Context: an optimization exercise on an open-source flow, tuned for small area, a short achievable clock period and few clock cycles per item. The choices shown serve that exercise and are no tape-out recipe.
Function was checked by simulation only, so behaviour that the tests miss may differ from the original.
Power figures rest on the tool's default switching activity, not on a simulated workload.

$ cat config.mk
export PLATFORM = sky130hd
export DESIGN_NAME = conf_raymap
export DESIGN_NICKNAME = conf_raymap
export VERILOG_FILES = /design/flow/design.v
export SDC_FILE = /design/flow/constraint.sdc
export NUM_CORES = 4
export LEC_CHECK = 0
export CAP_MARGIN = 20
export CORE_MARGIN = 2
export CORE_UTILIZATION = 40
export SLEW_MARGIN = 20
$ cat constraint.sdc
create_clock -name core_clock -period 20.0 [get_ports {clk}]
set_input_delay 4.0000 -clock core_clock [delete_from_list [all_inputs] [get_ports {clk}]]
set_output_delay 4.0000 -clock core_clock [all_outputs]
set_load 0.01 [all_outputs]
$ cat design.v
module conf_fdiv (
    input  wire               clk,
    input  wire               rst,
    input  wire               start,
    input  wire        [14:0] r0,
    input  wire        [31:0] q0,
    input  wire        [3:0]  cycles,
    input  wire               neg,
    input  wire        [14:0] divisor,
    output reg                busy,
    output wire signed [32:0] quot,
    output wire        [14:0] rem
);
    reg [14:0] r;
    reg [31:0] q;
    reg [14:0] d;
    reg        ng;
    reg [3:0]  cnt;
    function [15:0] step;    
        input [14:0] rr;
        input        b;
        input [14:0] dd;
        reg   [15:0] t;
        reg   [16:0] s;
        begin
            t = {rr, b};
            s = {1'b0, t} - {2'b0, dd};
            if (s[16]) step = {1'b0, t[14:0]};
            else       step = {1'b1, s[14:0]};
        end
    endfunction
    wire [15:0] s3 = step(r,        q[31], d);
    wire [15:0] s2 = step(s3[14:0], q[30], d);
    wire [15:0] s1 = step(s2[14:0], q[29], d);
    wire [15:0] s0 = step(s1[14:0], q[28], d);
    always @(posedge clk) begin
        if (rst) begin
            busy <= 1'b0;
        end else if (start) begin
            r    <= r0;
            q    <= q0;
            d    <= divisor;
            ng   <= neg;
            cnt  <= cycles;
            busy <= 1'b1;
        end else if (busy) begin
            r   <= s0[14:0];
            q   <= {q[27:0], s3[15], s2[15], s1[15], s0[15]};
            cnt <= cnt - 4'd1;
            if (cnt == 4'd1) busy <= 1'b0;
        end
    end
    wire rnz = (r != 15'd0);
    assign quot = !ng ? $signed({1'b0, q}) :
                  rnz ? $signed(~{1'b0, q}) : -$signed({1'b0, q});
    assign rem  = (ng && rnz) ? (d - r) : r;
endmodule
module conf_raymap (
    input  wire        clk,
    input  wire        rst,
    input  wire [12:0] cfg_hogels_x,
    input  wire [12:0] cfg_hogels_y,
    input  wire [4:0]  cfg_views_u,
    input  wire [4:0]  cfg_views_v,
    input  wire [1:0]  cfg_lens_type,
    input  wire [1:0]  cfg_layout,
    input  wire [1:0]  cfg_view_flip,
    input  wire [7:0]  cfg_slant_p,
    input  wire [4:0]  cfg_slant_q,
    input  wire [14:0] cfg_pitch_x,
    input  wire [14:0] cfg_pitch_y,
    input  wire        req_valid,
    output wire        req_ready,
    input  wire [15:0] req_px,
    input  wire [15:0] req_py,
    input  wire [1:0]  req_k,
    output wire        map_req,
    output wire [23:0] map_addr,
    input  wire        map_ack,
    input  wire [63:0] map_data,
    output wire        res_valid,
    input  wire        res_ready,
    output wire [1:0]  res_kind,
    output wire [29:0] res_ray,
    output wire [1:0]  res_colour
);
    localparam [1:0] K_MAPPED = 2'd0, K_UNMAPPED = 2'd1, K_BLACK = 2'd2;
    reg [12:0] c_hx, c_hy;
    reg [4:0]  c_nu, c_nv;
    reg [1:0]  c_lens, c_lay, c_flip;
    reg [5:0]  c_pabs;
    reg        c_pneg;
    reg [4:0]  c_q;
    reg [14:0] c_px, c_py;
    reg [8:0]  c_nuv;
    wire [7:0] pneg_in = 8'd0 - cfg_slant_p;
    always @(posedge clk) begin
        if (rst) begin
            c_hx   <= cfg_hogels_x;
            c_hy   <= cfg_hogels_y;
            c_nu   <= cfg_views_u;
            c_nv   <= cfg_views_v;
            c_lens <= cfg_lens_type;
            c_lay  <= cfg_layout;
            c_flip <= cfg_view_flip;
            c_pneg <= cfg_slant_p[7];
            c_pabs <= cfg_slant_p[7] ? pneg_in[5:0] : cfg_slant_p[5:0];
            c_q    <= cfg_slant_q;
            c_px   <= cfg_pitch_x;
            c_py   <= cfg_pitch_y;
            c_nuv  <= cfg_views_u * cfg_views_v;
        end
    end
    wire        lens0 = (c_lens == 2'd0);
    wire        lens2 = (c_lens == 2'd2);
    wire        mode3 = (c_lens != 2'd1) && c_lay[1];
    wire [13:0] hpx   = c_px[14:1];
    wire [13:0] hpy   = c_py[14:1];
    reg  [25:0] q_x0 [0:1];
    reg  [23:0] q_y  [0:1];
    reg  [1:0]  q_li [0:1];
    reg  [1:0]  q_col[0:1];
    reg  [1:0]  q_cnt;
    wire [25:0] px768 = {req_px, 9'd0} + {1'b0, req_px, 8'd0};
    reg  [25:0] n_x0;
    reg  [23:0] n_y;
    always @(*) begin
        if (c_lens == 2'd1 || c_lay[1]) n_x0 = px768 + 26'd384;
        else                            n_x0 = px768 + {15'd0, req_k, 8'd0} + 26'd128;
        if (mode3) n_y = {req_py, 8'd0} + 24'd43 + 24'd85 * {22'd0, req_k};
        else       n_y = {req_py, 8'd0} + 24'd128;
    end
    wire [1:0] n_li  = mode3 ? req_k : 2'd0;
    wire [1:0] n_col = c_lay[0] ? (2'd2 - req_k) : req_k;
    assign req_ready = (q_cnt != 2'd2);
    wire   push = req_valid && req_ready;
    wire   pop;
    always @(posedge clk) begin
        if (rst) begin
            q_cnt <= 2'd0;
        end else begin
            if (pop) begin
                q_x0[0] <= q_x0[1]; q_y[0] <= q_y[1]; q_li[0] <= q_li[1]; q_col[0] <= q_col[1];
            end
            if (push) begin
                if (q_cnt == 2'd0 || (q_cnt == 2'd1 && pop)) begin
                    q_x0[0] <= n_x0; q_y[0] <= n_y; q_li[0] <= n_li; q_col[0] <= n_col;
                end else begin
                    q_x0[1] <= n_x0; q_y[1] <= n_y; q_li[1] <= n_li; q_col[1] <= n_col;
                end
            end
            q_cnt <= q_cnt + {1'b0, push} - {1'b0, pop};
        end
    end
    wire        hv    = (q_cnt != 2'd0);
    wire [25:0] h_x0  = q_x0[0];
    wire [23:0] h_y   = q_y[0];
    wire [1:0]  h_li  = q_li[0];
    wire [1:0]  h_col = q_col[0];
    reg         dx_start, dy_start;
    reg  [14:0] dx_r0, dy_r0, dx_d, dy_d;
    reg  [31:0] dx_q0, dy_q0;
    reg  [3:0]  dx_cyc, dy_cyc;
    reg         dx_neg, dy_neg;
    wire        dx_busy, dy_busy;
    wire signed [32:0] dx_quot, dy_quot;
    wire [14:0] dx_rem, dy_rem;
    conf_fdiv u_dx (.clk(clk), .rst(rst), .start(dx_start), .r0(dx_r0), .q0(dx_q0),
                    .cycles(dx_cyc), .neg(dx_neg), .divisor(dx_d),
                    .busy(dx_busy), .quot(dx_quot), .rem(dx_rem));
    conf_fdiv u_dy (.clk(clk), .rst(rst), .start(dy_start), .r0(dy_r0), .q0(dy_q0),
                    .cycles(dy_cyc), .neg(dy_neg), .divisor(dy_d),
                    .busy(dy_busy), .quot(dy_quot), .rem(dy_rem));
    reg         m_start;
    reg  [23:0] m_ain;
    reg  [12:0] m_bin;
    reg  [31:0] m_acc, m_a;
    reg  [12:0] m_b;
    reg         m_busy;
    always @(posedge clk) begin
        if (rst) begin
            m_busy <= 1'b0;
        end else if (m_start) begin
            m_acc  <= 32'd0;
            m_a    <= {8'd0, m_ain};
            m_b    <= m_bin;
            m_busy <= (m_bin != 13'd0);
        end else if (m_busy) begin
            m_acc <= m_acc + (m_b[0] ? m_a : 32'd0) + (m_b[1] ? {m_a[30:0], 1'b0} : 32'd0);
            m_a   <= {m_a[29:0], 2'b00};
            m_b   <= {2'b00, m_b[12:2]};
            if (m_b[12:2] == 11'd0) m_busy <= 1'b0;
        end
    end
    reg [25:0] k256q, k768q;
    reg [14:0] k256r, k768r;
    reg         l_v    [0:2];
    reg  [25:0] l_x0   [0:2];
    reg  [23:0] l_y    [0:2];
    reg  signed [32:0] l_x [0:2];
    reg         l_axv  [0:2];
    reg  [27:0] l_axq  [0:2];
    reg  [14:0] l_axr  [0:2];
    reg         l_yunm [0:2];
    reg  [11:0] l_hy   [0:2];
    reg  [15:0] l_ylow [0:2];
    reg  [14:0] l_yr   [0:2];
    reg  [23:0] l_rb   [0:2];
    reg         c_v    [0:2];
    reg  [23:0] c_tag  [0:2];
    reg         c_blk  [0:2];
    reg  signed [11:0] c_rot [0:2];
    reg  signed [11:0] c_scl [0:2];
    reg  signed [32:0] c_eaq [0:2];
    reg  [14:0] c_ear  [0:2];
    reg  signed [32:0] c_ebq [0:2];
    reg  [14:0] c_ebr  [0:2];
    reg  [29:0] c_rb   [0:2];
    localparam [3:0] S_PRE = 4'd0, S_PREW = 4'd1, S_RUN = 4'd2,
                     S_LR0 = 4'd3, S_LR1 = 4'd4, S_LR2 = 4'd5, S_LR3 = 4'd6,
                     S_AXR = 4'd7, S_AXW = 4'd8, S_F0 = 4'd9, S_F1 = 4'd10;
    reg [3:0] state;
    reg         t_yout, t_inr, t_yunm;
    reg  signed [32:0] t_x;
    reg  [11:0] t_hy;
    reg  [15:0] t_ylow;
    reg  [14:0] t_yr;
    reg  [23:0] f_idx, f_tag;
    reg  [1:0]  f_slot, rr;
    wire        L_v    = l_v[h_li];
    wire [25:0] L_x0   = l_x0[h_li];
    wire [23:0] L_y    = l_y[h_li];
    wire signed [32:0] L_x = l_x[h_li];
    wire        L_axv  = l_axv[h_li];
    wire [27:0] L_axq  = l_axq[h_li];
    wire [14:0] L_axr  = l_axr[h_li];
    wire        L_yunm = l_yunm[h_li];
    wire [11:0] L_hy   = l_hy[h_li];
    wire [15:0] L_ylow = l_ylow[h_li];
    wire [14:0] L_yr   = l_yr[h_li];
    wire [23:0] L_rb   = l_rb[h_li];
    wire [25:0] dd   = h_x0 - L_x0;
    wire        st0  = (dd == 26'd0);
    wire        st1  = (dd == 26'd256);
    wire        st2  = (dd == 26'd768);
    wire        lhit = L_v && (L_y == h_y) && (st0 || st1 || st2);
    wire [25:0] sq   = st0 ? 26'd0 : st1 ? k256q : k768q;
    wire [14:0] sr   = st0 ? 15'd0 : st1 ? k256r : k768r;
    wire [15:0] rsum = {1'b0, L_axr} + {1'b0, sr};
    wire        rcar = (rsum >= {1'b0, c_px});
    wire [14:0] axr_n = rcar ? (rsum[14:0] - c_px) : rsum[14:0];
    wire [27:0] axq_n = L_axq + {2'd0, sq} + {27'd0, rcar};
    wire signed [32:0] xn = L_x + $signed({7'd0, dd});
    wire        inr   = !xn[32] && (xn < $signed({6'd0, c_px, 12'd0}));
    wire [11:0] hxn   = axq_n[27:16];
    wire        unm   = L_yunm || !inr || (L_axv && ({1'b0, hxn} >= c_hx));
    wire [23:0] tag   = {L_hy, hxn};
    wire        ch0 = c_v[0] && (c_tag[0] == tag);
    wire        ch1 = c_v[1] && (c_tag[1] == tag);
    wire        ch2 = c_v[2] && (c_tag[2] == tag);
    wire        chit = ch0 || ch1 || ch2;
    wire [1:0]  cs   = ch0 ? 2'd0 : ch1 ? 2'd1 : 2'd2;
    wire        e_free;
    wire        run_ok = (state == S_RUN) && hv && lhit;
    wire        emit   = run_ok && (unm || (L_axv && chit)) && e_free;
    assign pop = emit;
    wire        yout_c = (h_y >= {c_py, 12'd0});
    wire signed [32:0] s_val = lens0 ? dx_quot : 33'sd0;
    wire [11:0] hy_c   = dy_quot[27:16];
    wire        yunm_c = t_yout || ({1'b0, hy_c} >= c_hy);
    wire signed [32:0] x_c = $signed({7'd0, h_x0}) - s_val
                             - ((lens2 && hy_c[0]) ? $signed({19'd0, hpx}) : 33'sd0);
    wire        inr_c  = !x_c[32] && (x_c < $signed({6'd0, c_px, 12'd0}));
    wire signed [15:0] e_dx    = map_data[15:0];
    wire signed [15:0] e_dy    = map_data[31:16];
    wire signed [16:0] cxa     = $signed({3'd0, hpx}) + e_dx;
    wire signed [16:0] cya     = $signed({3'd0, hpy}) + e_dy;
    wire [16:0] cxn = 17'd0 - cxa;
    wire [16:0] cyn = 17'd0 - cya;
    wire [15:0] cxm = cxa[16] ? cxn[15:0] : cxa[15:0];
    wire [15:0] cym = cya[16] ? cyn[15:0] : cya[15:0];
    always @(*) begin
        dx_start = 1'b0; dx_r0 = 15'd0; dx_q0 = 32'd0; dx_cyc = 4'd7; dx_neg = 1'b0; dx_d = c_px;
        dy_start = 1'b0; dy_r0 = 15'd0; dy_q0 = 32'd0; dy_cyc = 4'd7; dy_neg = 1'b0; dy_d = c_py;
        m_start  = 1'b0; m_ain = 24'd0; m_bin = 13'd0;
        case (state)
            S_PRE: begin
                dx_start = 1'b1; dx_q0 = 32'h1000_0000;
                dy_start = 1'b1; dy_q0 = 32'h3000_0000; dy_d = c_px;
            end
            S_LR0: begin
                dy_start = !yout_c;
                dy_r0 = {3'd0, h_y[23:12]}; dy_q0 = {h_y[11:0], 20'd0};
                m_start = lens0; m_ain = h_y; m_bin = {7'd0, c_pabs};
            end
            S_LR1: begin
                dx_start = lens0 && !m_busy;
                dx_q0 = m_acc; dx_cyc = 4'd8; dx_neg = c_pneg; dx_d = {10'd0, c_q};
            end
            S_LR2: if (!dx_busy && !dy_busy) begin
                dx_start = !yunm_c && inr_c;
                dx_r0 = x_c[26:12]; dx_q0 = {x_c[11:0], 20'd0};
                m_start = !yunm_c; m_ain = {11'd0, c_hx}; m_bin = {1'b0, hy_c};
            end
            S_AXR: begin
                dx_start = 1'b1;
                dx_r0 = t_x[26:12]; dx_q0 = {t_x[11:0], 20'd0};
            end
            S_F0: if (map_ack && !map_data[56]) begin
                dx_start = 1'b1; dx_q0 = {cxm, 16'd0}; dx_cyc = 4'd8;
                dx_neg = !cxa[16] && (cxa != 17'sd0);
                dy_start = 1'b1; dy_q0 = {cym, 16'd0}; dy_cyc = 4'd8;
                dy_neg = !cya[16] && (cya != 17'sd0);
                m_start = 1'b1; m_ain = f_idx; m_bin = {4'd0, c_nuv};
            end
            default: ;
        endcase
    end
    integer i;
    always @(posedge clk) begin
        if (rst) begin
            state <= S_PRE;
            rr    <= 2'd0;
            for (i = 0; i < 3; i = i + 1) begin
                l_v[i] <= 1'b0;
                c_v[i] <= 1'b0;
            end
        end else begin
            case (state)
                S_PRE:  state <= S_PREW;
                S_PREW: if (!dx_busy && !dy_busy) begin
                    k256q <= dx_quot[25:0]; k256r <= dx_rem;
                    k768q <= dy_quot[25:0]; k768r <= dy_rem;
                    state <= S_RUN;
                end
                S_RUN: if (hv) begin
                    if (!lhit) begin
                        state <= S_LR0;
                    end else if (emit) begin
                        l_x0[h_li]  <= h_x0;
                        l_x[h_li]   <= xn;
                        l_axq[h_li] <= axq_n;
                        l_axr[h_li] <= axr_n;
                        l_axv[h_li] <= L_axv && inr;
                    end else if (!unm && !L_axv) begin
                        t_x   <= xn;
                        state <= S_AXR;
                    end else if (!unm && !chit) begin
                        f_idx  <= L_rb + {12'd0, hxn};
                        f_tag  <= tag;
                        f_slot <= mode3 ? h_li : rr;
                        rr     <= (rr == 2'd2) ? 2'd0 : rr + 2'd1;
                        state  <= S_F0;
                    end
                end
                S_LR0: begin
                    t_yout <= yout_c;
                    state  <= S_LR1;
                end
                S_LR1: if (!lens0 || !m_busy) state <= S_LR2;
                S_LR2: if (!dx_busy && !dy_busy) begin
                    t_x    <= x_c;
                    t_inr  <= inr_c;
                    t_yunm <= yunm_c;
                    t_hy   <= hy_c;
                    t_ylow <= dy_quot[15:0];
                    t_yr   <= dy_rem;
                    state  <= S_LR3;
                end
                S_LR3: if (!dx_busy && !m_busy) begin
                    l_v[h_li]    <= 1'b1;
                    l_x0[h_li]   <= h_x0;
                    l_y[h_li]    <= h_y;
                    l_x[h_li]    <= t_x;
                    l_axv[h_li]  <= t_inr && !t_yunm;
                    l_axq[h_li]  <= dx_quot[27:0];
                    l_axr[h_li]  <= dx_rem;
                    l_yunm[h_li] <= t_yunm;
                    l_hy[h_li]   <= t_hy;
                    l_ylow[h_li] <= t_ylow;
                    l_yr[h_li]   <= t_yr;
                    l_rb[h_li]   <= m_acc[23:0];
                    state        <= S_RUN;
                end
                S_AXR: state <= S_AXW;
                S_AXW: if (!dx_busy) begin
                    l_x0[h_li]  <= h_x0;
                    l_x[h_li]   <= t_x;
                    l_axv[h_li] <= 1'b1;
                    l_axq[h_li] <= dx_quot[27:0];
                    l_axr[h_li] <= dx_rem;
                    state       <= S_RUN;
                end
                S_F0: if (map_ack) begin
                    c_tag[f_slot] <= f_tag;
                    c_blk[f_slot] <= map_data[56];
                    c_rot[f_slot] <= map_data[43:32];
                    c_scl[f_slot] <= map_data[55:44];
                    c_v[f_slot]   <= map_data[56];
                    state         <= map_data[56] ? S_RUN : S_F1;
                end
                S_F1: if (!dx_busy && !dy_busy && !m_busy) begin
                    c_eaq[f_slot] <= dx_quot;
                    c_ear[f_slot] <= dx_rem;
                    c_ebq[f_slot] <= dy_quot;
                    c_ebr[f_slot] <= dy_rem;
                    c_rb[f_slot]  <= m_acc[29:0];
                    c_v[f_slot]   <= 1'b1;
                    state         <= S_RUN;
                end
                default: state <= S_PRE;
            endcase
        end
    end
    assign map_req  = (state == S_F0);
    assign map_addr = f_idx;
    wire stall = res_valid && !res_ready;
    reg  v1, v2, v3, v4, vo;
    reg  ph;
    reg  [1:0]  e_kind, e_col;
    reg  [15:0] e_xlow, e_ylow;
    reg  [14:0] e_xr, e_yr, e_ear, e_ebr;
    reg  signed [32:0] e_eaq, e_ebq;
    reg  signed [11:0] e_rot, e_scl;
    reg  [29:0] e_rb;
    reg  [1:0]  a_kind, a_col;
    reg  signed [33:0] a_a, a_b;
    reg  signed [11:0] a_rot, a_scl;
    reg  [29:0] a_rb;
    wire wide_a = (a_kind == K_MAPPED) && ((a_a[33:17] != {17{a_a[17]}}) || (a_b[33:17] != {17{a_b[17]}}));
    wire hold   = v2 && wide_a && !ph;
    wire e_adv  = !stall && !hold;
    assign e_free = !v1 || e_adv;
    always @(posedge clk) begin
        if (rst) begin
            v1 <= 1'b0;
        end else if (emit) begin
            v1 <= 1'b1;
        end else if (e_adv) begin
            v1 <= 1'b0;
        end
        if (emit) begin
            e_kind <= unm ? K_UNMAPPED : (c_blk[cs] ? K_BLACK : K_MAPPED);
            e_col  <= h_col;
            e_xlow <= axq_n[15:0];
            e_xr   <= axr_n;
            e_ylow <= L_ylow;
            e_yr   <= L_yr;
            e_eaq  <= c_eaq[cs];
            e_ear  <= c_ear[cs];
            e_ebq  <= c_ebq[cs];
            e_ebr  <= c_ebr[cs];
            e_rot  <= c_rot[cs];
            e_scl  <= c_scl[cs];
            e_rb   <= c_rb[cs];
        end
    end
    wire [15:0] ca_s = {1'b0, e_xr} + {1'b0, e_ear};
    wire [15:0] cb_s = {1'b0, e_yr} + {1'b0, e_ebr};
    wire        ca   = (ca_s >= {1'b0, c_px});
    wire        cb   = (cb_s >= {1'b0, c_py});
    always @(posedge clk) begin
        if (rst) begin
            v2 <= 1'b0;
        end else if (e_adv) begin
            v2 <= v1;
        end
        if (e_adv) begin
            a_kind <= e_kind;
            a_col  <= e_col;
            a_a    <= $signed({18'd0, e_xlow}) + e_eaq + $signed({33'd0, ca});
            a_b    <= $signed({18'd0, e_ylow}) + e_ebq + $signed({33'd0, cb});
            a_rot  <= e_rot;
            a_scl  <= e_scl;
            a_rb   <= e_rb;
        end
    end
    wire signed [17:0] m_A = (wide_a && !ph) ? $signed({a_a[33], a_a[33:17]}) :
                             wide_a ? $signed({1'b0, a_a[16:0]}) : a_a[17:0];
    wire signed [17:0] m_B = (wide_a && !ph) ? $signed({a_b[33], a_b[33:17]}) :
                             wide_a ? $signed({1'b0, a_b[16:0]}) : a_b[17:0];
    wire signed [30:0] pa  = a_scl * m_A - a_rot * m_B;
    wire signed [30:0] pb  = a_scl * m_B + a_rot * m_A;
    reg  signed [30:0] hi_a, hi_b;
    reg  [1:0]  p_kind, p_col;
    reg  signed [33:0] p_a, p_b;
    reg  signed [30:0] p_hia, p_hib, p_loa, p_lob;
    reg  [29:0] p_rb;
    always @(posedge clk) begin
        if (rst) begin
            v3 <= 1'b0;
            ph <= 1'b0;
        end else if (!stall) begin
            if (hold) begin
                v3 <= 1'b0;
                ph <= 1'b1;
            end else begin
                v3 <= v2;
                ph <= 1'b0;
            end
        end
        if (!stall) begin
            if (hold) begin
                hi_a <= pa;
                hi_b <= pb;
            end else begin
                p_kind <= a_kind;
                p_col  <= a_col;
                p_a    <= a_a;
                p_b    <= a_b;
                p_hia  <= wide_a ? hi_a : 31'sd0;
                p_hib  <= wide_a ? hi_b : 31'sd0;
                p_loa  <= pa;
                p_lob  <= pb;
                p_rb   <= a_rb;
            end
        end
    end
    wire signed [47:0] ta  = ($signed({{17{p_hia[30]}}, p_hia}) <<< 17) + p_loa;
    wire signed [47:0] tb  = ($signed({{17{p_hib[30]}}, p_hib}) <<< 17) + p_lob;
    wire signed [35:0] wa  = p_a + (ta >>> 16) + 36'sd32768;
    wire signed [35:0] wb  = p_b + (tb >>> 16) + 36'sd32768;
    reg  [1:0]  s_kind, s_col;
    reg         s_ua, s_oa, s_ub, s_ob;
    reg  [15:0] s_va, s_vb;
    reg  [29:0] s_rb;
    always @(posedge clk) begin
        if (rst) begin
            v4 <= 1'b0;
        end else if (!stall) begin
            v4 <= v3;
        end
        if (!stall) begin
            s_kind <= p_kind;
            s_col  <= p_col;
            s_ua   <= wa[35];
            s_oa   <= !wa[35] && (wa[34:16] != 19'd0);
            s_va   <= wa[15:0];
            s_ub   <= wb[35];
            s_ob   <= !wb[35] && (wb[34:16] != 19'd0);
            s_vb   <= wb[15:0];
            s_rb   <= p_rb;
        end
    end
    wire [20:0] upm = s_va * c_nu;
    wire [20:0] vpm = s_vb * c_nv;
    wire [3:0]  nu1 = c_nu[3:0] - 4'd1;
    wire [3:0]  nv1 = c_nv[3:0] - 4'd1;
    wire [3:0]  up  = s_ua ? 4'd0 : s_oa ? nu1 : upm[19:16];
    wire [3:0]  vp  = s_ub ? 4'd0 : s_ob ? nv1 : vpm[19:16];
    wire [3:0]  vu  = c_flip[0] ? (nu1 - up) : up;
    wire [3:0]  vv  = c_flip[1] ? (nv1 - vp) : vp;
    wire [8:0]  vvnu = vv * c_nu;
    wire [29:0] ray = s_rb + {21'd0, vvnu} + {26'd0, vu};
    reg  [1:0]  o_kind, o_col;
    reg  [29:0] o_ray;
    always @(posedge clk) begin
        if (rst) begin
            vo <= 1'b0;
        end else if (!stall) begin
            vo <= v4;
        end
        if (!stall) begin
            o_kind <= s_kind;
            o_col  <= s_col;
            o_ray  <= (s_kind == K_MAPPED) ? ray : 30'd0;
        end
    end
    assign res_valid  = vo;
    assign res_kind   = o_kind;
    assign res_ray    = o_ray;
    assign res_colour = o_col;
endmodule
$ cat run.sh
#!/bin/bash
# synth_recipe.tcl (not shown) runs the flow's synth.tcl, then flattens the netlist and writes it again
# the make line also repeats each setting of config.mk as NAME=value (left out here)
make -C /OpenROAD-flow-scripts/flow DESIGN_CONFIG=/design/flow/config.mk WORK_HOME=/design/flow/orfs CLKGATE_MAP_FILE= SYNTH_SCRIPT=/design/flow/synth_recipe.tcl finish
==> run summary, run 1 <==
- Status: no timing/DRC/antenna violations
- DR DRC count: 0
- H-tree levels: 5
- Synthesized instance count: 14,400
- DR pass1 iterations: 7
- Post-CTS sizing: 0
- Vias in the first global route: 107,000
- Core ar.: 406,000 um^2
- Period minus WS final: 17.98 ns
- Netlist cell types: between 100 and 150
- Port buffer count: 240
- Clock latency (worst-skew pair): 0.93 ns
- Clock Skew: 0.0766 ns
- Critical path fanouts, max: 82
- Ys Warns: 6
- Chip width: between 600 and 700 um
- Synthesis-stage register bit count: 2,448
- Fmax: 55.6 MHz
- Inst Count DP: 19,800
- Critical path launch point type: flop
- Post-route cell area: 182,000 um^2
- Top_reg_cell synth: edfxtp_1
- Final Wtd Congestion: 0.906
- LEAKAGE: 74.4 nW
- Cell Area, Synth: 163,000 um^2
- Number of max-cap violations: 0
- Layout cell share with drive strength beyond 1: 6.32%
- Die H: ~640 um
- CTS Hold Bufs: 0
- DR iter-0 viols: 10,200
- Syn Nets: ~17,000
- Ranking of synthesized cells by area: edfxtp_1, fa_1, ha_1
- Pwr per Cell Area: 153 nW/um^2
- Sequential-to-total area share from yosys stat: 44.9%
- CP dominant cell by count: a21oi_1
- Crit path DAT: 18.76 ns
- Fin Setup TNS: 0 ns
- Period Utilization, post-route: between 80% and 90%
- WS Path Type: reg -> reg
- Worst path required time: approximately 21 ns
- Clock slew at reported path FFs: ~0.06 ns
- Post-Layout Cell Count: approximately 20,000
- DR vias/cell: around 5.4
- RSZ-0062 raised after global routing: no
- FP Rows: 234
- Finish-stage setup viols: 0
- All-Layer GR Usage: around 22%
- Max-slew violation count: 0
- # nets final: 17,000
- Worst Tran Pin Value: ~1.2 ns
- CTS tree: done
- CTS buffer count: about 280
- Slew HR: 22.2%
- R2R depth: 64
- Initial antenna violation count: 46
- Number of flops mapped to enable cells by yosys: approximately 2,400
- Final Hold Vio Count: 0
- Max rail drop VDD: 0.684 mV
- WL/cell: 22.6 um
- Dpl hpwl: 338,000 um
- Hold Crit Depth: 0
- Post-CTS Setup Repair Bufs: 0
- Global-route wire length before repair: 685,000 um
- Remaining global-route overflow: 0
- Synth top area share: ~45%
- Routed Antenna Nets: 0
- Root Driver: clkbuf_16
- Pin count of the biggest net entering global routing: 128
- Io pins: about 250
- Post-synth top area cell: edfxtp_1
- Clk sinks: 2,448
- Die Footprint: around 410,000 um^2
- CP max stage delay: 0.90 ns
- Hold slack: between 0.4 and 0.5 ns
- Area after DPL: 173,000 um^2
- CP Capture Type: flop
- CP max-delay cell: dfxtp_4
- Effective utilization at floorplan: 40.2%
- Mean Syn Cell Area: ~11 um^2
- Clock tree buffer depth: 4
- Hold Path Class: reg -> reg
- Area Overhead vs Synth: 11.3%
- Vias: roughly 110k
- Routed WL: 458,000 um
- Async set or reset register ratio after synthesis: 0%
-- layout make-up --
type	instances	area, um^2
fill	37800	225000
multi-input combinational	9994	83000
sequential	2448	73300
clock buffer	348	7430
tap	5428	6790
inverter	1466	5520
timing repair buffer	468	4180
clock inverter	158	1630
antenna	9	22.5
-- where the power goes --
group | total [mW] | internal [mW] | switching, mW
logic | 15.5 | 6.43 | 9.10
clock network | 5.12 | 2.93 | 2.19
registers | 7.07 | 6.70 | 0.373
total | 27.7 | 16.1 | 11.7
-- sequential cells by signal (all words and copies together), names as in the netlist, 72 cells and up, named ones only --
| register | flops |
|---|---|
| c_eaq | 99 |
| c_ebq | 99 |
| c_rb | 90 |
| c_tag | 72 |
| l_axq | 84 |
| l_rb | 72 |
| l_x | 99 |
| l_x0 | 78 |
| l_y | 72 |
-- synthesized netlist by cell type (22+ instances only) --
cell type  count
or3_1         53
nand3_1      149
o211ai_1      39
a31oi_1       68
nand2b_1     112
dfxtp_1       23
or4_1         28
ha_1        1074
buf_1         53
a22o_1        24
a21oi_1      757
o221a_2       22
o21bai_1      76
fa_1        1098
and2_1       611
buf_2         25
o21ai_0      622
nor4_1        59
clkbuf_1     419
xnor2_1      511
o41ai_1       22
and3_1        79
o31ai_1       59
nand4_1       68
a21o_1       204
xor2_1       280
nand2_1     1462
inv_1       1464
nor3_1       186
edfxtp_1    2425
a21boi_0      58
nor2b_1      128
nor2_1       949
mux2i_1      433
a211oi_1      66
a222oi_1      26
mux2_2       120
o21a_1        89
a221oi_1      35
or2_2         56
-- cell usage in the layout (no fill, tap or decap), types with 279 or more instances in the layout --
| cell | instances |
|---|---|
| and2_1 | 609 |
| clkbuf_16 | 283 |
| o21ai_0 | 619 |
| mux2i_1 | 433 |
| xor2_1 | 279 |
| ha_1 | 1074 |
| nor2_1 | 936 |
| xnor2_1 | 500 |
| inv_1 | 1462 |
| nand2_1 | 1461 |
| edfxtp_1 | 2425 |
| a21oi_1 | 753 |
| fa_1 | 1098 |
-- per-stage QoR --
stage | power, mW | worst slack, ns | util, %
after floorplan | 18.6 | 1.04 | -
after global placement | 22.4 | 2.00 | 42.5
after detailed placement | 22.6 | 2.20 | 42.5
after CTS | 27.8 | 2.13 | 44.7
after global routing | 29.8 | 0.926 | 44.7
final | 27.7 | 2.02 | 44.7
-- per-layer routing --
metal,track usage (%),vias up,wire length (um)
met5,0,-,120
met4,7.17,14,16800
met3,3.07,632,31900
met2,35.6,3376,213000
met1,30.2,54400,197000
li1,-,50700,-
-- logic make-up (layout without fill, tap and decap cells) --
group,count (synthesis),in the layout,synth area share (%)
and+or+nand+nor,4046,4046,11.7
AOI/OAI and AO/OA,2426,2426,9.37
DFF,2448,2448,44.9
adders and majority gates,2172,2172,21.7
xor gates and xnor gates,796,796,4.31
other,0,9,0
muxes,554,554,3.49
buffers and inverters,1970,2440,4.57
-- worst max-delay path, delay by kind of cell, from the launching register on --
kind                       cells  cell delay, ns
and+or+nand+nor               17            4.69
adders and majority gates      9            3.24
AOI/OAI and AO/OA             29            6.23
xor gates and xnor gates       3            0.88
buffers and inverters          5            1.43
DFF                            1            0.90
muxes                          1            0.27
-- final timing paths --
check / startpoint / end / slack, ns
worst max-delay path: flop / q_cnt[1] / 2.02
worst min-delay path: p_rb[9] / s_rb[9] / 0.41
worst max register to register: flop / q_cnt[1] / 2.02
worst min register to register: p_rb[9] / s_rb[9] / 0.41
Testbench counts, summed over its fixed seeds: cycles 23,581, items 11,520.
==> run 2: changes to the inputs <==
--- a/design.v
+++ b/design.v
@@ -187,8 +187,9 @@
             m_busy <= (m_bin != 13'd0);
         end else if (m_busy) begin
-            m_acc <= m_acc + (m_b[0] ? m_a : 32'd0) + (m_b[1] ? {m_a[30:0], 1'b0} : 32'd0);
-            m_a   <= {m_a[29:0], 2'b00};
-            m_b   <= {2'b00, m_b[12:2]};
-            if (m_b[12:2] == 11'd0) m_busy <= 1'b0;
+            m_acc <= m_acc + (m_b[0] ? m_a : 32'd0) + (m_b[1] ? {m_a[30:0], 1'b0} : 32'd0)
+                           + (m_b[2] ? {m_a[29:0], 2'b0} : 32'd0);
+            m_a   <= {m_a[28:0], 3'b000};
+            m_b   <= {3'b000, m_b[12:3]};
+            if (m_b[12:3] == 10'd0) m_busy <= 1'b0;
         end
     end
@@ -221,11 +222,9 @@
                      S_AXR = 4'd7, S_AXW = 4'd8, S_F0 = 4'd9, S_F1 = 4'd10;
     reg [3:0] state;
-    reg         t_yout, t_inr, t_yunm;
-    reg  signed [32:0] t_x;
-    reg  [11:0] t_hy;
-    reg  [15:0] t_ylow;
-    reg  [14:0] t_yr;
+    reg         t_yout;
     reg  [23:0] f_idx, f_tag;
     reg  [1:0]  f_slot, rr;
+    reg         f_blk;
+    reg  signed [11:0] f_rot, f_scl;
     wire        L_v    = l_v[h_li];
     wire [25:0] L_x0   = l_x0[h_li];
@@ -237,6 +236,4 @@
     wire        L_yunm = l_yunm[h_li];
     wire [11:0] L_hy   = l_hy[h_li];
-    wire [15:0] L_ylow = l_ylow[h_li];
-    wire [14:0] L_yr   = l_yr[h_li];
     wire [23:0] L_rb   = l_rb[h_li];
     wire [25:0] dd   = h_x0 - L_x0;
@@ -262,4 +259,5 @@
     wire [1:0]  cs   = ch0 ? 2'd0 : ch1 ? 2'd1 : 2'd2;
     wire        e_free;
+    wire        wr_ok  = e_free;
     wire        run_ok = (state == S_RUN) && hv && lhit;
     wire        emit   = run_ok && (unm || (L_axv && chit)) && e_free;
@@ -280,4 +278,6 @@
     wire [15:0] cxm = cxa[16] ? cxn[15:0] : cxa[15:0];
     wire [15:0] cym = cya[16] ? cyn[15:0] : cya[15:0];
+    wire        cxs = (cxm < {1'b0, c_px});    
+    wire        cys = (cym < {1'b0, c_py});
     always @(*) begin
         dx_start = 1'b0; dx_r0 = 15'd0; dx_q0 = 32'd0; dx_cyc = 4'd7; dx_neg = 1'b0; dx_d = c_px;
@@ -295,8 +295,8 @@
             end
             S_LR1: begin
-                dx_start = lens0 && !m_busy;
+                dx_start = !m_busy;
                 dx_q0 = m_acc; dx_cyc = 4'd8; dx_neg = c_pneg; dx_d = {10'd0, c_q};
             end
-            S_LR2: if (!dx_busy && !dy_busy) begin
+            S_LR2: if (!dx_busy && !dy_busy && wr_ok) begin
                 dx_start = !yunm_c && inr_c;
                 dx_r0 = x_c[26:12]; dx_q0 = {x_c[11:0], 20'd0};
@@ -305,11 +305,13 @@
             S_AXR: begin
                 dx_start = 1'b1;
-                dx_r0 = t_x[26:12]; dx_q0 = {t_x[11:0], 20'd0};
+                dx_r0 = L_x[26:12]; dx_q0 = {L_x[11:0], 20'd0};
             end
             S_F0: if (map_ack && !map_data[56]) begin
-                dx_start = 1'b1; dx_q0 = {cxm, 16'd0}; dx_cyc = 4'd8;
-                dx_neg = !cxa[16] && (cxa != 17'sd0);
-                dy_start = 1'b1; dy_q0 = {cym, 16'd0}; dy_cyc = 4'd8;
-                dy_neg = !cya[16] && (cya != 17'sd0);
+                dx_start = 1'b1; dx_neg = !cxa[16] && (cxa != 17'sd0);
+                if (cxs) begin dx_r0 = cxm[14:0]; dx_cyc = 4'd4; end
+                else     begin dx_q0 = {cxm, 16'd0}; dx_cyc = 4'd8; end
+                dy_start = 1'b1; dy_neg = !cya[16] && (cya != 17'sd0);
+                if (cys) begin dy_r0 = cym[14:0]; dy_cyc = 4'd4; end
+                else     begin dy_q0 = {cym, 16'd0}; dy_cyc = 4'd8; end
                 m_start = 1'b1; m_ain = f_idx; m_bin = {4'd0, c_nuv};
             end
@@ -344,5 +346,6 @@
                         l_axv[h_li] <= L_axv && inr;
                     end else if (!unm && !L_axv) begin
-                        t_x   <= xn;
+                        l_x0[h_li]  <= h_x0;
+                        l_x[h_li]   <= xn;
                         state <= S_AXR;
                     end else if (!unm && !chit) begin
@@ -356,35 +359,27 @@
                 S_LR0: begin
                     t_yout <= yout_c;
-                    state  <= S_LR1;
+                    state  <= lens0 ? S_LR1 : S_LR2;
                 end
-                S_LR1: if (!lens0 || !m_busy) state <= S_LR2;
-                S_LR2: if (!dx_busy && !dy_busy) begin
-                    t_x    <= x_c;
-                    t_inr  <= inr_c;
-                    t_yunm <= yunm_c;
-                    t_hy   <= hy_c;
-                    t_ylow <= dy_quot[15:0];
-                    t_yr   <= dy_rem;
-                    state  <= S_LR3;
-                end
-                S_LR3: if (!dx_busy && !m_busy) begin
-                    l_v[h_li]    <= 1'b1;
+                S_LR1: if (!m_busy) state <= S_LR2;
+                S_LR2: if (!dx_busy && !dy_busy && wr_ok) begin
                     l_x0[h_li]   <= h_x0;
                     l_y[h_li]    <= h_y;
-                    l_x[h_li]    <= t_x;
-                    l_axv[h_li]  <= t_inr && !t_yunm;
+                    l_x[h_li]    <= x_c;
+                    l_axv[h_li]  <= inr_c && !yunm_c;
+                    l_yunm[h_li] <= yunm_c;
+                    l_hy[h_li]   <= hy_c;
+                    l_ylow[h_li] <= dy_quot[15:0];
+                    l_yr[h_li]   <= dy_rem;
+                    state        <= S_LR3;
+                end
+                S_LR3: if (!dx_busy && !m_busy && wr_ok) begin
+                    l_v[h_li]    <= 1'b1;
                     l_axq[h_li]  <= dx_quot[27:0];
                     l_axr[h_li]  <= dx_rem;
-                    l_yunm[h_li] <= t_yunm;
-                    l_hy[h_li]   <= t_hy;
-                    l_ylow[h_li] <= t_ylow;
-                    l_yr[h_li]   <= t_yr;
                     l_rb[h_li]   <= m_acc[23:0];
                     state        <= S_RUN;
                 end
                 S_AXR: state <= S_AXW;
-                S_AXW: if (!dx_busy) begin
-                    l_x0[h_li]  <= h_x0;
-                    l_x[h_li]   <= t_x;
+                S_AXW: if (!dx_busy && wr_ok) begin
                     l_axv[h_li] <= 1'b1;
                     l_axq[h_li] <= dx_quot[27:0];
@@ -393,12 +388,14 @@
                 end
                 S_F0: if (map_ack) begin
-                    c_tag[f_slot] <= f_tag;
-                    c_blk[f_slot] <= map_data[56];
-                    c_rot[f_slot] <= map_data[43:32];
-                    c_scl[f_slot] <= map_data[55:44];
-                    c_v[f_slot]   <= map_data[56];
-                    state         <= map_data[56] ? S_RUN : S_F1;
+                    f_blk <= map_data[56];
+                    f_rot <= map_data[43:32];
+                    f_scl <= map_data[55:44];
+                    state <= S_F1;
                 end
-                S_F1: if (!dx_busy && !dy_busy && !m_busy) begin
+                S_F1: if (!dx_busy && !dy_busy && !m_busy && wr_ok) begin
+                    c_tag[f_slot] <= f_tag;
+                    c_blk[f_slot] <= f_blk;
+                    c_rot[f_slot] <= f_rot;
+                    c_scl[f_slot] <= f_scl;
                     c_eaq[f_slot] <= dx_quot;
                     c_ear[f_slot] <= dx_rem;
@@ -418,10 +415,5 @@
     reg  v1, v2, v3, v4, vo;
     reg  ph;
-    reg  [1:0]  e_kind, e_col;
-    reg  [15:0] e_xlow, e_ylow;
-    reg  [14:0] e_xr, e_yr, e_ear, e_ebr;
-    reg  signed [32:0] e_eaq, e_ebq;
-    reg  signed [11:0] e_rot, e_scl;
-    reg  [29:0] e_rb;
+    reg  [1:0]  e_kind, e_col, e_li, e_cs;
     reg  [1:0]  a_kind, a_col;
     reg  signed [33:0] a_a, a_b;
@@ -443,19 +435,14 @@
             e_kind <= unm ? K_UNMAPPED : (c_blk[cs] ? K_BLACK : K_MAPPED);
             e_col  <= h_col;
-            e_xlow <= axq_n[15:0];
-            e_xr   <= axr_n;
-            e_ylow <= L_ylow;
-            e_yr   <= L_yr;
-            e_eaq  <= c_eaq[cs];
-            e_ear  <= c_ear[cs];
-            e_ebq  <= c_ebq[cs];
-            e_ebr  <= c_ebr[cs];
-            e_rot  <= c_rot[cs];
-            e_scl  <= c_scl[cs];
-            e_rb   <= c_rb[cs];
+            e_li   <= h_li;
+            e_cs   <= cs;
         end
     end
-    wire [15:0] ca_s = {1'b0, e_xr} + {1'b0, e_ear};
-    wire [15:0] cb_s = {1'b0, e_yr} + {1'b0, e_ebr};
+    wire [15:0] E_xlow = l_axq[e_li][15:0];
+    wire [14:0] E_xr   = l_axr[e_li];
+    wire [15:0] E_ylow = l_ylow[e_li];
+    wire [14:0] E_yr   = l_yr[e_li];
+    wire [15:0] ca_s = {1'b0, E_xr} + {1'b0, c_ear[e_cs]};
+    wire [15:0] cb_s = {1'b0, E_yr} + {1'b0, c_ebr[e_cs]};
     wire        ca   = (ca_s >= {1'b0, c_px});
     wire        cb   = (cb_s >= {1'b0, c_py});
@@ -469,9 +456,9 @@
             a_kind <= e_kind;
             a_col  <= e_col;
-            a_a    <= $signed({18'd0, e_xlow}) + e_eaq + $signed({33'd0, ca});
-            a_b    <= $signed({18'd0, e_ylow}) + e_ebq + $signed({33'd0, cb});
-            a_rot  <= e_rot;
-            a_scl  <= e_scl;
-            a_rb   <= e_rb;
+            a_a    <= $signed({18'd0, E_xlow}) + c_eaq[e_cs] + $signed({33'd0, ca});
+            a_b    <= $signed({18'd0, E_ylow}) + c_ebq[e_cs] + $signed({33'd0, cb});
+            a_rot  <= c_rot[e_cs];
+            a_scl  <= c_scl[e_cs];
+            a_rb   <= c_rb[e_cs];
         end
     end
@@ -484,6 +471,7 @@
     reg  signed [30:0] hi_a, hi_b;
     reg  [1:0]  p_kind, p_col;
+    reg         p_wide;
     reg  signed [33:0] p_a, p_b;
-    reg  signed [30:0] p_hia, p_hib, p_loa, p_lob;
+    reg  signed [30:0] p_loa, p_lob;
     reg  [29:0] p_rb;
     always @(posedge clk) begin
@@ -507,8 +495,7 @@
                 p_kind <= a_kind;
                 p_col  <= a_col;
+                p_wide <= wide_a;
                 p_a    <= a_a;
                 p_b    <= a_b;
-                p_hia  <= wide_a ? hi_a : 31'sd0;
-                p_hib  <= wide_a ? hi_b : 31'sd0;
                 p_loa  <= pa;
                 p_lob  <= pb;
@@ -517,6 +504,8 @@
         end
     end
-    wire signed [47:0] ta  = ($signed({{17{p_hia[30]}}, p_hia}) <<< 17) + p_loa;
-    wire signed [47:0] tb  = ($signed({{17{p_hib[30]}}, p_hib}) <<< 17) + p_lob;
+    wire signed [30:0] hia = p_wide ? hi_a : 31'sd0;
+    wire signed [30:0] hib = p_wide ? hi_b : 31'sd0;
+    wire signed [47:0] ta  = ($signed({{17{hia[30]}}, hia}) <<< 17) + p_loa;
+    wire signed [47:0] tb  = ($signed({{17{hib[30]}}, hib}) <<< 17) + p_lob;
     wire signed [35:0] wa  = p_a + (ta >>> 16) + 36'sd32768;
     wire signed [35:0] wb  = p_b + (tb >>> 16) + 36'sd32768;
==> run summary, run 2 <==
- Status: no timing/DRC/antenna violations
- Sequential-to-total area share from yosys stat: 40.7% (-4.2 points)
- LEAKAGE: 70.6 nW (-5.0%)
- Clock tree buffer depth: 4 (unchanged)
- Post-CTS sizing: 0 (unchanged)
- Area Overhead vs Synth: 10.6%
- Worst path required time: 20.68 ns (-0.10 ns)
- Async set or reset register ratio after synthesis: 0% (unchanged)
- Slew HR: 18.8% (-3.4 points)
- Initial antenna violation count: 25 (-46%)
- Sw Ratio: 45.8% (+3.8 points)
- CP Capture Type: flop
- Gate power share: 62.6% (+6.6 points)
- Chip width: 629 um (-2.1%)
- Most Crowded Layer GR: met2
- Max rail drop VDD: 0.838 mV (+22%)
- Critical path fanouts, max: 82 (unchanged)
- Fmax: 57.1 MHz (+2.6%)
- Pwr per Cell Area: 166 nW/um^2 (+8.8%)
- Period Utilization, post-route: 87.6% (-2.3 points)
- Finish-stage setup viols: 0 (unchanged)
- Part of the power in registers: 22.2% (-3.3 points)
- Number of max-cap violations: 0 (unchanged)
- WL/cell: 23.7 um (+5.0%)
- Layout cell share with drive strength beyond 1: 5.72% (-0.60 points)
- Number of flops mapped to enable cells by yosys: 2,100 (-13%)
- Post-CTS Setup Repair Bufs: 0 (unchanged)
- Synthesis-stage register bit count: 2,130 (-13%)
- Effective utilization at floorplan: 40.2% (about the same)
- Fin Setup TNS: 0 ns (unchanged)
- Vias in the first global route: 107,000 (+0.50%)
- Top_reg_cell synth: edfxtp_1
- CTS Hold Bufs: 0 (unchanged)
- Place WS: 2.87 ns (+0.679 ns)
- CP max stage delay: 0.85 ns (-0.05 ns)
- Global-route wire length before repair: 704,000 um (+2.7%)
- DR vias/cell: 5.45 (+1.5%)
- CP max-delay cell: dfxtp_4
- Met2 usage: 39.1% (+3.6 points)
- Cell Area, Synth: 156,000 um^2 (-4.2%)
- Clock power share: 15.1% (-3.4 points)
- Inst Count DP: 19,600 (-0.87%)
- Root Driver: clkbuf_16
- Die Footprint: 396,000 um^2 (-4.2%)
- Final Hold Vio Count: 0 (unchanged)
- Clock Skew: 0.136 ns (+0.0597 ns)
- Clk sinks: 2,130 (-13%)
- CTS buffer count: 235 (-16%)
- Port buffer count: 240 (unchanged)
- Core ar.: 389,000 um^2 (-4.3%)
- All-Layer GR Usage: 23.7% (+1.8 points)
- Met3 Usage GRT: 2.95% (-0.12 points)
- FP Rows: 229 (-2.1%)
- Syn Nets: 16,900 (+0.83%)
- Synth cell count leaders: edfxtp_1, nand2_1, inv_1
- Internal power: 15.6 mW (-3.1%)
- Most common cell after layout, fill and taps aside: edfxtp_1
- Routed Antenna Nets: 0 (unchanged)
- Clock latency (worst-skew pair): 0.98 ns (+0.05 ns)
- Post-route setup slack: 2.47 ns (+0.452 ns)
- Dpl hpwl: 360,000 um (+6.5%)
- WS Path Type: reg -> reg
- Vias: 109,000 (+0.28%)
- Met1 usage: 31.2% (+1.0 points)
- Crit path DAT: 18.21 ns (-0.55 ns)
- # nets final: 17,100 (+0.41%)
- Post-synth top area cell: edfxtp_1
- Delay-heaviest family, CP: compound AO/OA/AOI/OAI gates
- RSZ-0062 raised after global routing: no
- H-tree levels: 4 (-1)
- Regs by FF count: c_eaq: 99 flops, c_ebq: 99 flops, l_x: 99 flops
- Max-slew violation count: 0 (unchanged)
- Period minus WS final: 17.53 ns (-0.452 ns)
- WP buf/inv: 5 (unchanged)
- Most common cell in the synthesized netlist: edfxtp_1
- Pin count of the biggest net entering global routing: 88 (-31%)
- Clock slew at reported path FFs: 0.06 ns (about the same)
- Ys Warns: 6 (unchanged)
- Netlist cell types: 103 (+0.98%)
- Hold slack: 0.404 ns (-0.00565 ns)
- Synth top area share: 40.3% (-4.3 points)
- CP dominant cell by count: a21oi_1
- Hold Path Class: reg -> reg
- CTS tree: done
- Synthesized instance count: 14,500 (+0.57%)
- DR pass1 iterations: 8 (+1)
- DR DRC count: 0 (unchanged)
- Mean Syn Cell Area: 10.8 um^2 (-4.7%)
- DR iter-0 viols: 9,435 (-7.3%)
- Io pins: 249 (unchanged)
- Ranking of synthesized cells by area: edfxtp_1, fa_1, ha_1
- Remaining global-route overflow: 0 (unchanged)
- Net switching power figure: 13.2 mW (+13%)
- Critical path launch point type: flop
- Final core occ: 44.5% (-0.25 points)
- Die H: 629 um (-2.1%)
- Worst Tran Pin Value: 1.21 ns (+0.0505 ns)
- Commonest non-fill, non-tap cells in the layout: edfxtp_1, nand2_1, inv_1, fa_1, ha_1
- Routed WL: 476,000 um (+3.8%)
- Post-Layout Cell Count: 20,100 (-1.2%)
- Final Wtd Congestion: 0.958 (+5.8%)
-- run 2: changes by cell type in the layout (fill, tap and decap cells not counted), moves of 43 or more --
| cell | delta |
|---|---|
| inv_1 | +71 |
| mux2_2 | -61 |
| nand2_1 | +128 |
| a21oi_1 | -82 |
| nor2_1 | -179 |
| o21ai_0 | +180 |
| edfxtp_1 | -325 |
| and2_1 | +43 |
| clkbuf_16 | -47 |
-- run 2: kinds of logic after synthesis --
| group | synth area share (%) |
|---|---|
| simple gates | 12.6 |
| compound gates | 10.7 |
| fa+ha+maj | 23.2 |
| flops | 40.7 |
| buf+inv | 5.00 |
| xor+xnor | 4.38 |
| mux | 3.40 |
-- run 2: layout make-up --
class,instances,area (um^2)
diodes,17,42.5
clock buffers,281,6080
clock inverters,152,1520
fillers,36700,216000
inverters,1538,5790
multi-input cells,10300,85300
flip-flops and latches,2130,63700
well taps,5197,6500
repair buffers,472,4170
-- run 2: metrics by stage --
stage | total power [mW] | instance area, um^2
3_3_place_gp | 23.9 | 165000
3_5_place_dp | 24.1 | 165000
2_1_floorplan | 19.2 | 156000
4_1_cts | 28.6 | 173000
5_1_grt | 30.9 | 173000
6_report | 28.7 | 173000
-- run 2: path summary, 6_finish.rpt --
check                  to       from  cells after the start  slack, ns
max           q_col[0][0]       flop                     57       2.47
min          c_tag[0][13]  f_tag[13]                      0       0.40
max reg2reg   q_col[0][0]       flop                     57       2.47
min reg2reg  c_tag[0][13]  f_tag[13]                      0       0.40
-- run 2: power groups by stage --
stage	clock (mW)	combinational (mW)	sequential [mW]
global route	4.57	19.9	6.41
global placement	0	17.5	6.47
finish	4.35	18.0	6.39
detailed placement	0	17.7	6.47
floorplan	0	13.0	6.22
CTS	4.41	17.8	6.38
-- run 2: metal layers --
metal	part of all wire [%]	wire length (um)	vias up
met2	47	223000	3361
met5	0.014	67	-
li1	-	-	50800
met4	5.3	25300	10
met1	42	200000	54500
met3	5.7	27200	765
Testbench counts of run 2, summed over its fixed seeds: cycles 21,139, items 11,520.

-- separate check: timing with driven ports --
The flow's constraints put no driver on any port. The routed layouts listed below were extracted and timed again, unchanged, in two steps. Step 1: set_driving_cell puts a clkbuf_16 on clk and a buf_2 on each other input, an assumption about the parent block. Step 2 also shifts input and output timing later by t, the mid clock arrival at the registers, as if the neighbouring blocks saw the same clock. Slacks: ideal / step 1 / step 2; pairs: ideal / step 1.
| run | t, ns | slack for setup (ns) | hold WS [ns] | slew at the worst register clock pin (ns) | cell pins on the clock port's net |
|---|---|---|---|---|---|
| run 1 | 0.998 | 2.021 / 2.021 / 2.021 | 0.409 / 0.409 / 0.409 | 0.07 / 0.07 | 1 |
| run 2 | 1.012 | 2.474 / 2.474 / 2.474 | 0.404 / 0.404 / 0.404 | 0.07 / 0.07 | 1 |
After both steps setup and hold are still met in every run listed.
